What follows belongs to an exercise in optimizing a design on an open flow for small area and a short achievable clock period; a production flow would make more cautious choices. At most, simulation tests tie the RTL to the original design; equivalence was not proved. The clock port is modelled as an ideal driver; clocking choices that lean on that would not hold on a real chip. Power is estimated from default activity; no workload was simulated.

ember:
==> module sojor_arbiter, before the edit <==
module sojor_arbiter (
    input  wire        clk,
    input  wire        rst,         
    input  wire [6:0]  cfg_nth,     
    input  wire [7:0]  req,         
    input  wire [7:0]  live,        
    input  wire [7:0]  withdraw,    
    input  wire [31:0] flits,       
    input  wire        busy,        
    output reg  [7:0]  gnt,         
    output wire [2:0]  park,
    output wire        park_v,
    output wire [2:0]  hold_in,
    output wire        hold_v,
    output wire [3:0]  ratchet,     
    output wire [6:0]  gcount
);
    reg [2:0]  age_q  [0:7];
    reg [11:0] wait_q [0:7];
    reg [3:0]  rat_q;              
    reg [3:0]  len_q;              
    reg [2:0]  park_q;
    reg        park_v_q;
    reg [5:0]  gc_q;
    wire [7:0] ask     = req & live;
    wire       hv      = |rat_q;
    wire [7:0] park_oh = 8'd1 << park_q;
    wire       arb     = ~busy & ~hv;        
    wire [95:0] wait_v;
    wire [23:0] age_v;
    genvar gi;
    generate
        for (gi = 0; gi < 8; gi = gi + 1) begin : g_v
            assign wait_v[12*gi +: 12] = wait_q[gi];
            assign age_v[3*gi +: 3]    = age_q[gi];
        end
    endgenerate
    wire [7:0] wa, ww;
    sa_pick #(3)  u_pick_age  (.ask(ask), .v(age_v),  .win(wa));
    sa_pick #(12) u_pick_wait (.ask(ask), .v(wait_v), .win(ww));
    wire [6:0] nth = (cfg_nth < 7'd4)  ? 7'd4 :
                     (cfg_nth > 7'd64) ? 7'd64 : cfg_nth;
    wire [6:0] gc_inc = {1'b0, gc_q} + 7'd1;
    wire       hit    = gc_inc >= nth;
    wire [7:0] w_oh   = hit ? ww : wa;       
    wire       fw     = park_v_q && ask == park_oh;
    wire [7:0] g_arb  = w_oh & ~withdraw;    
    always @* begin
        if (rst || busy)
            gnt = 8'd0;
        else if (hv)
            gnt = ask & park_oh;
        else
            gnt = g_arb;
    end
    integer i;
    reg [2:0] g_idx;
    reg [3:0] g_flits;
    always @* begin
        g_idx   = 3'd0;
        g_flits = 4'd0;
        for (i = 0; i < 8; i = i + 1)
            if (g_arb[i]) begin
                g_idx   = g_idx | i[2:0];
                g_flits = g_flits | flits[4*i +: 4];
            end
    end
    wire       granted = |g_arb;
    wire [3:0] rat_inc = rat_q + 4'd1;
    wire [7:0] w_clr  = {8{arb}} & w_oh;                        
    wire [7:0] hold_k = {8{~busy & hv}} & park_oh;              
    wire [7:0] w_inc  = ask & ~w_clr & ~hold_k;
    wire [7:0] a_inc  = {8{arb}} & ask & ~w_oh;
    wire [95:0] wait_d;
    wire [23:0] age_d;
    generate
        for (gi = 0; gi < 8; gi = gi + 1) begin : g_cnt
            sa_count #(12) u_wait (.q(wait_q[gi]), .inc(w_inc[gi]), .clr(rst | w_clr[gi]),
                                   .d(wait_d[12*gi +: 12]));
            sa_count #(3)  u_age  (.q(age_q[gi]),  .inc(a_inc[gi]), .clr(rst | w_clr[gi]),
                                   .d(age_d[3*gi +: 3]));
        end
    endgenerate
    always @(posedge clk) begin
        for (i = 0; i < 8; i = i + 1) begin
            wait_q[i] <= wait_d[12*i +: 12];
            age_q[i]  <= age_d[3*i +: 3];
        end
        if (rst) begin
            rat_q    <= 4'd0;
            len_q    <= 4'd0;
            park_q   <= 3'd0;
            park_v_q <= 1'b0;
            gc_q     <= 6'd0;
        end else begin
            if (arb && ask != 8'd0 && !fw)
                gc_q <= hit ? 6'd0 : gc_inc[5:0];
            if (arb && granted) begin
                park_q   <= g_idx;
                park_v_q <= 1'b1;
                if (g_flits > 4'd1) begin
                    rat_q <= 4'd1;
                    len_q <= g_flits;
                end
            end
            if (!busy && hv && (ask & park_oh) != 8'd0)
                rat_q <= (rat_inc == len_q) ? 4'd0 : rat_inc;
        end
    end
    assign park    = park_q;
    assign park_v  = park_v_q;
    assign hold_in = park_q;
    assign hold_v  = hv;
    assign ratchet = rat_q;
    assign gcount  = {1'b0, gc_q};
endmodule
==> module sa_count, before the edit <==
module sa_count #(parameter W = 12) (
    input  wire [W-1:0] q,
    input  wire         inc,
    input  wire         clr,
    output wire [W-1:0] d
);
    wire [W:0] c;
    assign c[0] = inc & ~&q;
    genvar k;
    generate
        for (k = 0; k < W; k = k + 1) begin : g_k
            assign d[k]   = ~clr & (q[k] ^ c[k]);
            assign c[k+1] = q[k] & c[k];
        end
    endgenerate
endmodule
export LEC_CHECK = 0
export ABC_AREA = 1
export CAP_MARGIN = 20
export CORE_MARGIN = 2
export CORE_UTILIZATION = 40
export SLEW_MARGIN = 20
create_clock -name core_clock -period 28.0 [get_ports {clk}]
run.sh (not shown) runs the stock make flow with config.mk's settings and CLKGATE_MAP_FILE= SYNTH_SCRIPT=/design/flow/synth_recipe.tcl, a recipe that flattens the netlist after the stock synthesis.
--- input diff ember..indigo ---
-- flow/design.v --
<<< ember, line 68
    wire       granted = |g_arb;
    wire [3:0] rat_inc = rat_q + 4'd1;
    wire [7:0] w_clr  = {8{arb}} & w_oh;                        
    wire [7:0] hold_k = {8{~busy & hv}} & park_oh;              
    wire [7:0] w_inc  = ask & ~w_clr & ~hold_k;
    wire [7:0] a_inc  = {8{arb}} & ask & ~w_oh;
    wire [95:0] wait_d;
    wire [23:0] age_d;
    generate
        for (gi = 0; gi < 8; gi = gi + 1) begin : g_cnt
            sa_count #(12) u_wait (.q(wait_q[gi]), .inc(w_inc[gi]), .clr(rst | w_clr[gi]),
                                   .d(wait_d[12*gi +: 12]));
            sa_count #(3)  u_age  (.q(age_q[gi]),  .inc(a_inc[gi]), .clr(rst | w_clr[gi]),
                                   .d(age_d[3*gi +: 3]));
        end
    endgenerate
    always @(posedge clk) begin
        for (i = 0; i < 8; i = i + 1) begin
            wait_q[i] <= wait_d[12*i +: 12];
            age_q[i]  <= age_d[3*i +: 3];
        end
        if (rst) begin
            rat_q    <= 4'd0;
            len_q    <= 4'd0;
>>> indigo, line 68
    wire       granted = |g_arb;
    wire [3:0] rat_inc = rat_q + 4'd1;
    always @(posedge clk) begin
        if (rst) begin
            for (i = 0; i < 8; i = i + 1) begin
                age_q[i]  <= 3'd0;
                wait_q[i] <= 12'd0;
            end
            rat_q    <= 4'd0;
            len_q    <= 4'd0;
<<< ember, line 94
            gc_q     <= 6'd0;
        end else begin
            if (arb && ask != 8'd0 && !fw)
                gc_q <= hit ? 6'd0 : gc_inc[5:0];
>>> indigo, line 80
            gc_q     <= 6'd0;
        end else begin
            for (i = 0; i < 8; i = i + 1) begin
                if (ask[i]) begin
                    if (arb && w_oh[i])
                        wait_q[i] <= 12'd0;
                    else if (!(!busy && hv && park_q == i[2:0]) &&
                             wait_q[i] != 12'd4095)
                        wait_q[i] <= wait_q[i] + 12'd1;
                    if (arb) begin
                        if (w_oh[i])
                            age_q[i] <= 3'd0;
                        else if (age_q[i] != 3'd7)
                            age_q[i] <= age_q[i] + 3'd1;
                    end
                end
            end
            if (arb && ask != 8'd0 && !fw)
                gc_q <= hit ? 6'd0 : gc_inc[5:0];
<<< ember, line 155
    assign win = p & {{2{sel_c}}, {3{sel_b}}, {3{sel_a}}};
endmodule
module sa_count #(parameter W = 12) (
    input  wire [W-1:0] q,
    input  wire         inc,
    input  wire         clr,
    output wire [W-1:0] d
);
    wire [W:0] c;
    assign c[0] = inc & ~&q;
    genvar k;
    generate
        for (k = 0; k < W; k = k + 1) begin : g_k
            assign d[k]   = ~clr & (q[k] ^ c[k]);
            assign c[k+1] = q[k] & c[k];
        end
    endgenerate
endmodule
>>> indigo, line 156
    assign win = p & {{2{sel_c}}, {3{sel_b}}, {3{sel_a}}};
endmodule
## What came out
The run with more setup slack is indigo; ember has less.
Looking at wire length, indigo sits about 13% higher than ember does.
Changes observed in indigo relative to ember: share of cell area taken by flip-flops and latches saw a decrease; vertical die dimension up 2.2%; utilization has decreased; adder and majority gate portion of the synthesized area went down by 9.6 points; transition time of the tightest slew-check pin has increased.
Where cell area is concerned, ember is better than indigo.
Taking ember as the reference, in indigo all-layer global routing usage saw an increase; share of final layout cell area taken by non-clock buffers saw a decrease; layout clock buffer count saw an increase.
According to the power report, total power for indigo is higher than for ember.
Function not checked in indigo: the RTL went through the layout flow alone.

---

The RTL this note starts from:
==> flow/design.v <==
module sojor_arbiter (
    input  wire        clk,
    input  wire        rst,         
    input  wire [6:0]  cfg_nth,     
    input  wire [7:0]  req,         
    input  wire [7:0]  live,        
    input  wire [7:0]  withdraw,    
    input  wire [31:0] flits,       
    input  wire        busy,        
    output reg  [7:0]  gnt,         
    output wire [2:0]  park,
    output wire        park_v,
    output wire [2:0]  hold_in,
    output wire        hold_v,
    output wire [3:0]  ratchet,     
    output wire [6:0]  gcount
);
    reg [2:0]  age_q  [0:7];
    reg [11:0] wait_q [0:7];
    reg [3:0]  rat_q;              
    reg [3:0]  len_q;              
    reg [2:0]  park_q;
    reg        park_v_q;
    reg [5:0]  gc_q;
    wire [7:0] ask     = req & live;
    wire       hv      = |rat_q;
    wire [7:0] park_oh = 8'd1 << park_q;
    wire       arb     = ~busy & ~hv;        
    wire [95:0] wait_v;
    wire [23:0] age_v;
    genvar gi;
    generate
        for (gi = 0; gi < 8; gi = gi + 1) begin : g_v
            assign wait_v[12*gi +: 12] = wait_q[gi];
            assign age_v[3*gi +: 3]    = age_q[gi];
        end
    endgenerate
    wire [7:0] wa, ww;
    sa_pick #(3)  u_pick_age  (.ask(ask), .v(age_v),  .win(wa));
    sa_pick #(12) u_pick_wait (.ask(ask), .v(wait_v), .win(ww));
    wire [6:0] nth = (cfg_nth < 7'd4)  ? 7'd4 :
                     (cfg_nth > 7'd64) ? 7'd64 : cfg_nth;
    wire [6:0] gc_inc = {1'b0, gc_q} + 7'd1;
    wire       hit    = gc_inc >= nth;
    wire [7:0] w_oh   = hit ? ww : wa;       
    wire       fw     = park_v_q && ask == park_oh;
    wire [7:0] g_arb  = w_oh & ~withdraw;    
    always @* begin
        if (rst || busy)
            gnt = 8'd0;
        else if (hv)
            gnt = ask & park_oh;
        else
            gnt = g_arb;
    end
    integer i;
    reg [2:0] g_idx;
    reg [3:0] g_flits;
    always @* begin
        g_idx   = 3'd0;
        g_flits = 4'd0;
        for (i = 0; i < 8; i = i + 1)
            if (g_arb[i]) begin
                g_idx   = g_idx | i[2:0];
                g_flits = g_flits | flits[4*i +: 4];
            end
    end
    wire       granted = |g_arb;
    wire [3:0] rat_inc = rat_q + 4'd1;
    wire [7:0] w_clr  = {8{arb}} & w_oh;                        
    wire [7:0] hold_k = {8{~busy & hv}} & park_oh;              
    wire [7:0] w_inc  = ask & ~w_clr & ~hold_k;
    wire [7:0] a_inc  = {8{arb}} & ask & ~w_oh;
    wire [95:0] wait_d;
    wire [23:0] age_d;
    generate
        for (gi = 0; gi < 8; gi = gi + 1) begin : g_cnt
            sa_count #(12) u_wait (.q(wait_q[gi]), .inc(w_inc[gi]), .clr(rst | w_clr[gi]),
                                   .d(wait_d[12*gi +: 12]));
            sa_count #(3)  u_age  (.q(age_q[gi]),  .inc(a_inc[gi]), .clr(rst | w_clr[gi]),
                                   .d(age_d[3*gi +: 3]));
        end
    endgenerate
    always @(posedge clk) begin
        for (i = 0; i < 8; i = i + 1) begin
            wait_q[i] <= wait_d[12*i +: 12];
            age_q[i]  <= age_d[3*i +: 3];
        end
        if (rst) begin
            rat_q    <= 4'd0;
            len_q    <= 4'd0;
            park_q   <= 3'd0;
            park_v_q <= 1'b0;
            gc_q     <= 6'd0;
        end else begin
            if (arb && ask != 8'd0 && !fw)
                gc_q <= hit ? 6'd0 : gc_inc[5:0];
            if (arb && granted) begin
                park_q   <= g_idx;
                park_v_q <= 1'b1;
                if (g_flits > 4'd1) begin
                    rat_q <= 4'd1;
                    len_q <= g_flits;
                end
            end
            if (!busy && hv && (ask & park_oh) != 8'd0)
                rat_q <= (rat_inc == len_q) ? 4'd0 : rat_inc;
        end
    end
    assign park    = park_q;
    assign park_v  = park_v_q;
    assign hold_in = park_q;
    assign hold_v  = hv;
    assign ratchet = rat_q;
    assign gcount  = {1'b0, gc_q};
endmodule
module sa_pick #(parameter W = 12) (
    input  wire [7:0]     ask,
    input  wire [8*W-1:0] v,
    output wire [7:0]     win
);
    function ge(input [W-1:0] a, input [W-1:0] b);
        integer k;
        reg r;
        begin
            r = 1'b1;
            for (k = 0; k < W; k = k + 1)
                r = (a[k] & ~b[k]) | (a[k] & r) | (~b[k] & r);
            ge = r;
        end
    endfunction
    wire [W-1:0] v0 = v[0*W +: W], v1 = v[1*W +: W], v2 = v[2*W +: W],
                 v3 = v[3*W +: W], v4 = v[4*W +: W], v5 = v[5*W +: W],
                 v6 = v[6*W +: W], v7 = v[7*W +: W];
    wire c10 = ge(v1, v0), c20 = ge(v2, v0), c21 = ge(v2, v1);
    wire c43 = ge(v4, v3), c53 = ge(v5, v3), c54 = ge(v5, v4);
    wire c76 = ge(v7, v6);
    wire [7:0] p;
    assign p[0] = ask[0] & (~ask[1] | ~c10) & (~ask[2] | ~c20);
    assign p[1] = ask[1] & (~ask[0] |  c10) & (~ask[2] | ~c21);
    assign p[2] = ask[2] & (~ask[0] |  c20) & (~ask[1] |  c21);
    assign p[3] = ask[3] & (~ask[4] | ~c43) & (~ask[5] | ~c53);
    assign p[4] = ask[4] & (~ask[3] |  c43) & (~ask[5] | ~c54);
    assign p[5] = ask[5] & (~ask[3] |  c53) & (~ask[4] |  c54);
    assign p[6] = ask[6] & (~ask[7] | ~c76);
    assign p[7] = ask[7] & (~ask[6] |  c76);
    wire any_a = |ask[2:0], any_b = |ask[5:3], any_c = |ask[7:6];
    wire [W-1:0] va = ({W{p[0]}} & v0) | ({W{p[1]}} & v1) | ({W{p[2]}} & v2);
    wire [W-1:0] vb = ({W{p[3]}} & v3) | ({W{p[4]}} & v4) | ({W{p[5]}} & v5);
    wire [W-1:0] vc = ({W{p[6]}} & v6) | ({W{p[7]}} & v7);
    wire cba = ge(vb, va), cca = ge(vc, va), ccb = ge(vc, vb);
    wire sel_a = any_a & ~(any_b & cba) & ~(any_c & cca);
    wire sel_b = any_b & cba & ~(any_c & ccb);
    wire sel_c = any_c & cca & ccb;
    assign win = p & {{2{sel_c}}, {3{sel_b}}, {3{sel_a}}};
endmodule
module sa_count #(parameter W = 12) (
    input  wire [W-1:0] q,
    input  wire         inc,
    input  wire         clr,
    output wire [W-1:0] d
);
    wire [W:0] c;
    assign c[0] = inc & ~&q;
    genvar k;
    generate
        for (k = 0; k < W; k = k + 1) begin : g_k
            assign d[k]   = ~clr & (q[k] ^ c[k]);
            assign c[k+1] = q[k] & c[k];
        end
    endgenerate
endmodule
==> flow/config.mk <==
export PLATFORM = sky130hd
export DESIGN_NAME = sojor_arbiter
export DESIGN_NICKNAME = sojor_arbiter
export VERILOG_FILES = /design/flow/design.v
export SDC_FILE = /design/flow/constraint.sdc
export NUM_CORES = 4
export LEC_CHECK = 0
export ABC_AREA = 1
export CAP_MARGIN = 20
export CORE_MARGIN = 2
export CORE_UTILIZATION = 40
export CTS_BUF_LIST = sky130_fd_sc_hd__clkbuf_4 sky130_fd_sc_hd__clkbuf_8
export SLEW_MARGIN = 20
==> flow/constraint.sdc <==
create_clock -name core_clock -period 28.0 [get_ports {clk}]
set_input_delay 5.6000 -clock core_clock [delete_from_list [all_inputs] [get_ports {clk}]]
set_output_delay 5.6000 -clock core_clock [all_outputs]
set_load 0.01 [all_outputs]
standard.sh (not shown) runs the stock make flow with config.mk's settings and CLKGATE_MAP_FILE= SYNTH_SCRIPT=/design/flow/synth_recipe.tcl, a recipe that flattens the netlist after the stock synthesis.
==> flow/flow/run.sh <==
#!/bin/bash
# Own layout flow: the standard flow with three changes.
# 1. Synthesis is the standard one except for the ABC script that maps the
#    logic (flow/map.abc, an area-oriented mapping); registers are untouched.
# 2. Ports get plain buffers (buf_1) in place of the delay buffers that
#    buffer_ports picks by default.
# 3. After CTS, flow/post_cts.tcl upsizes cells on the slowest paths a little.
# Each tool's output goes to a log file of its own in this folder.
set -euo pipefail
W=$(pwd)
# synthesis script: synth_recipe.tcl with ABC's script replaced
{
  head -n 1 synth_recipe.tcl
  cat <<'EOT'
proc abc {args} {
  set i [lsearch -exact $args -script]
  if {$i >= 0} { set args [lreplace $args $i [expr {$i + 1}]] }
  set i [lsearch -exact $args -D]
  if {$i >= 0} { set args [lreplace $args $i [expr {$i + 1}]] }
  yosys abc -script $::env(FLOW_ABC_SCRIPT) {*}$args
}
EOT
  tail -n +2 synth_recipe.tcl
} > own_synth.tcl
export FLOW_ABC_SCRIPT=$W/flow/map.abc
sed "s|synth_recipe.tcl|own_synth.tcl|g" standard.sh > own_synth.sh
bash own_synth.sh synth > synth.log 2>&1
export BUFFER_PORTS_ARGS="-buffer_cell sky130_fd_sc_hd__buf_1"
export POST_CTS_TCL=$W/flow/post_cts.tcl
bash standard.sh > standard.log 2>&1
==> flow/flow/map.abc <==
strash; &get -n; &fraig -x; &put; scorr; dc2; strash; &get -n; &syn2; &dch -f; &nf; &put
==> flow/flow/post_cts.tcl <==
# Upsize cells (and swap pins) on the slowest paths, aiming a little above the
# worst slack after CTS, then legalize the placement again.
log_cmd estimate_parasitics -placement
set wns [worst_slack -max]
set margin [expr {$wns + 0.7}]
puts "post_cts: worst slack $wns, sizing to margin $margin"
log_cmd repair_timing -setup -setup_margin $margin -sequence "sizeup,swap" -verbose
set result [catch { detailed_placement } msg]
if { $result != 0 } {
  error "Detailed placement failed after post-CTS sizing: $msg"
}
check_placement -verbose
log_cmd estimate_parasitics -placement
puts "post_cts: worst slack now [worst_slack -max]"
==> next run, changes <==
--- a/flow/design.v
+++ b/flow/design.v
@@ -22,6 +22,16 @@
     reg [2:0]  park_q;
     reg        park_v_q;
     reg [5:0]  gc_q;
+    function ge7(input [6:0] a, input [6:0] b);
+        integer k;
+        reg r;
+        begin
+            r = 1'b1;
+            for (k = 0; k < 7; k = k + 1)
+                r = (a[k] & ~b[k]) | (a[k] & r) | (~b[k] & r);
+            ge7 = r;
+        end
+    endfunction
     wire [7:0] ask     = req & live;
     wire       hv      = |rat_q;
     wire [7:0] park_oh = 8'd1 << park_q;
@@ -38,10 +48,10 @@
     wire [7:0] wa, ww;
     sa_pick #(3)  u_pick_age  (.ask(ask), .v(age_v),  .win(wa));
     sa_pick #(12) u_pick_wait (.ask(ask), .v(wait_v), .win(ww));
-    wire [6:0] nth = (cfg_nth < 7'd4)  ? 7'd4 :
-                     (cfg_nth > 7'd64) ? 7'd64 : cfg_nth;
-    wire [6:0] gc_inc = {1'b0, gc_q} + 7'd1;
-    wire       hit    = gc_inc >= nth;
+    wire [6:0] gp     = {1'b0, gc_q} + 7'd1;
+    wire [6:0] thr    = {cfg_nth[6], cfg_nth[5:0] & {6{~cfg_nth[6]}}};
+    wire       hit    = ge7(gp, thr) & (|gp[6:2]);
+    wire [6:0] gc_inc = gp;
     wire [7:0] w_oh   = hit ? ww : wa;       
     wire       fw     = park_v_q && ask == park_oh;
     wire [7:0] g_arb  = w_oh & ~withdraw;    
@@ -60,7 +70,7 @@
         g_idx   = 3'd0;
         g_flits = 4'd0;
         for (i = 0; i < 8; i = i + 1)
-            if (g_arb[i]) begin
+            if (w_oh[i]) begin
                 g_idx   = g_idx | i[2:0];
                 g_flits = g_flits | flits[4*i +: 4];
             end
@@ -86,9 +96,10 @@
             wait_q[i] <= wait_d[12*i +: 12];
             age_q[i]  <= age_d[3*i +: 3];
         end
+        if (arb && granted && g_flits > 4'd1)
+            len_q <= g_flits;
         if (rst) begin
             rat_q    <= 4'd0;
-            len_q    <= 4'd0;
             park_q   <= 3'd0;
             park_v_q <= 1'b0;
             gc_q     <= 6'd0;
@@ -98,10 +109,8 @@
             if (arb && granted) begin
                 park_q   <= g_idx;
                 park_v_q <= 1'b1;
-                if (g_flits > 4'd1) begin
+                if (g_flits > 4'd1)
                     rat_q <= 4'd1;
-                    len_q <= g_flits;
-                end
             end
             if (!busy && hv && (ask & park_oh) != 8'd0)
                 rat_q <= (rat_inc == len_q) ? 4'd0 : rat_inc;
After rerunning: Synthesized area went up by 0.59%. Total power fell by 5.1%. Sequential power hardly moves. Sequential share of layout area is higher by 0.43 points. Critical path depth does not change. Core utilization went down by 0.23 points. Wire length is lower by 1.9%. Setup slack gets better by 54 ps. Cell count is about the same. Final area hardly moves.

## static timing again, ports no longer ideal
The results above use ideal ports. As a check the final layouts listed here were re-extracted and re-timed, cells and wires unchanged. Step 1 assumes that a clkbuf_16 drives the clock port and a buf_2 every other input. Step 2, shift: input delay + t, output delay - t, t = (earliest + latest rising clock arrival at the registers) / 2. This alone moves slack from input paths to output paths. Slacks: no drivers / after step 1 / after step 2; pairs: no drivers / after step 1.
run	shift t [ns]	setup slack, ns	cell pins on the clock port's net
ember	0.487	12.768 / 12.741 / 12.741	1
indigo	0.490	12.783 / 12.762 / 12.762	1
the first run of note 2	0.510	13.242 / 13.217 / 13.217	1
the second run of note 2	0.493	13.296 / 13.272 / 13.272	1
After both steps setup and hold are still met in every run listed. For ember, which loses most, drivers alone change the setup slack by -0.027 ns; drivers and shift together by -0.027 ns.
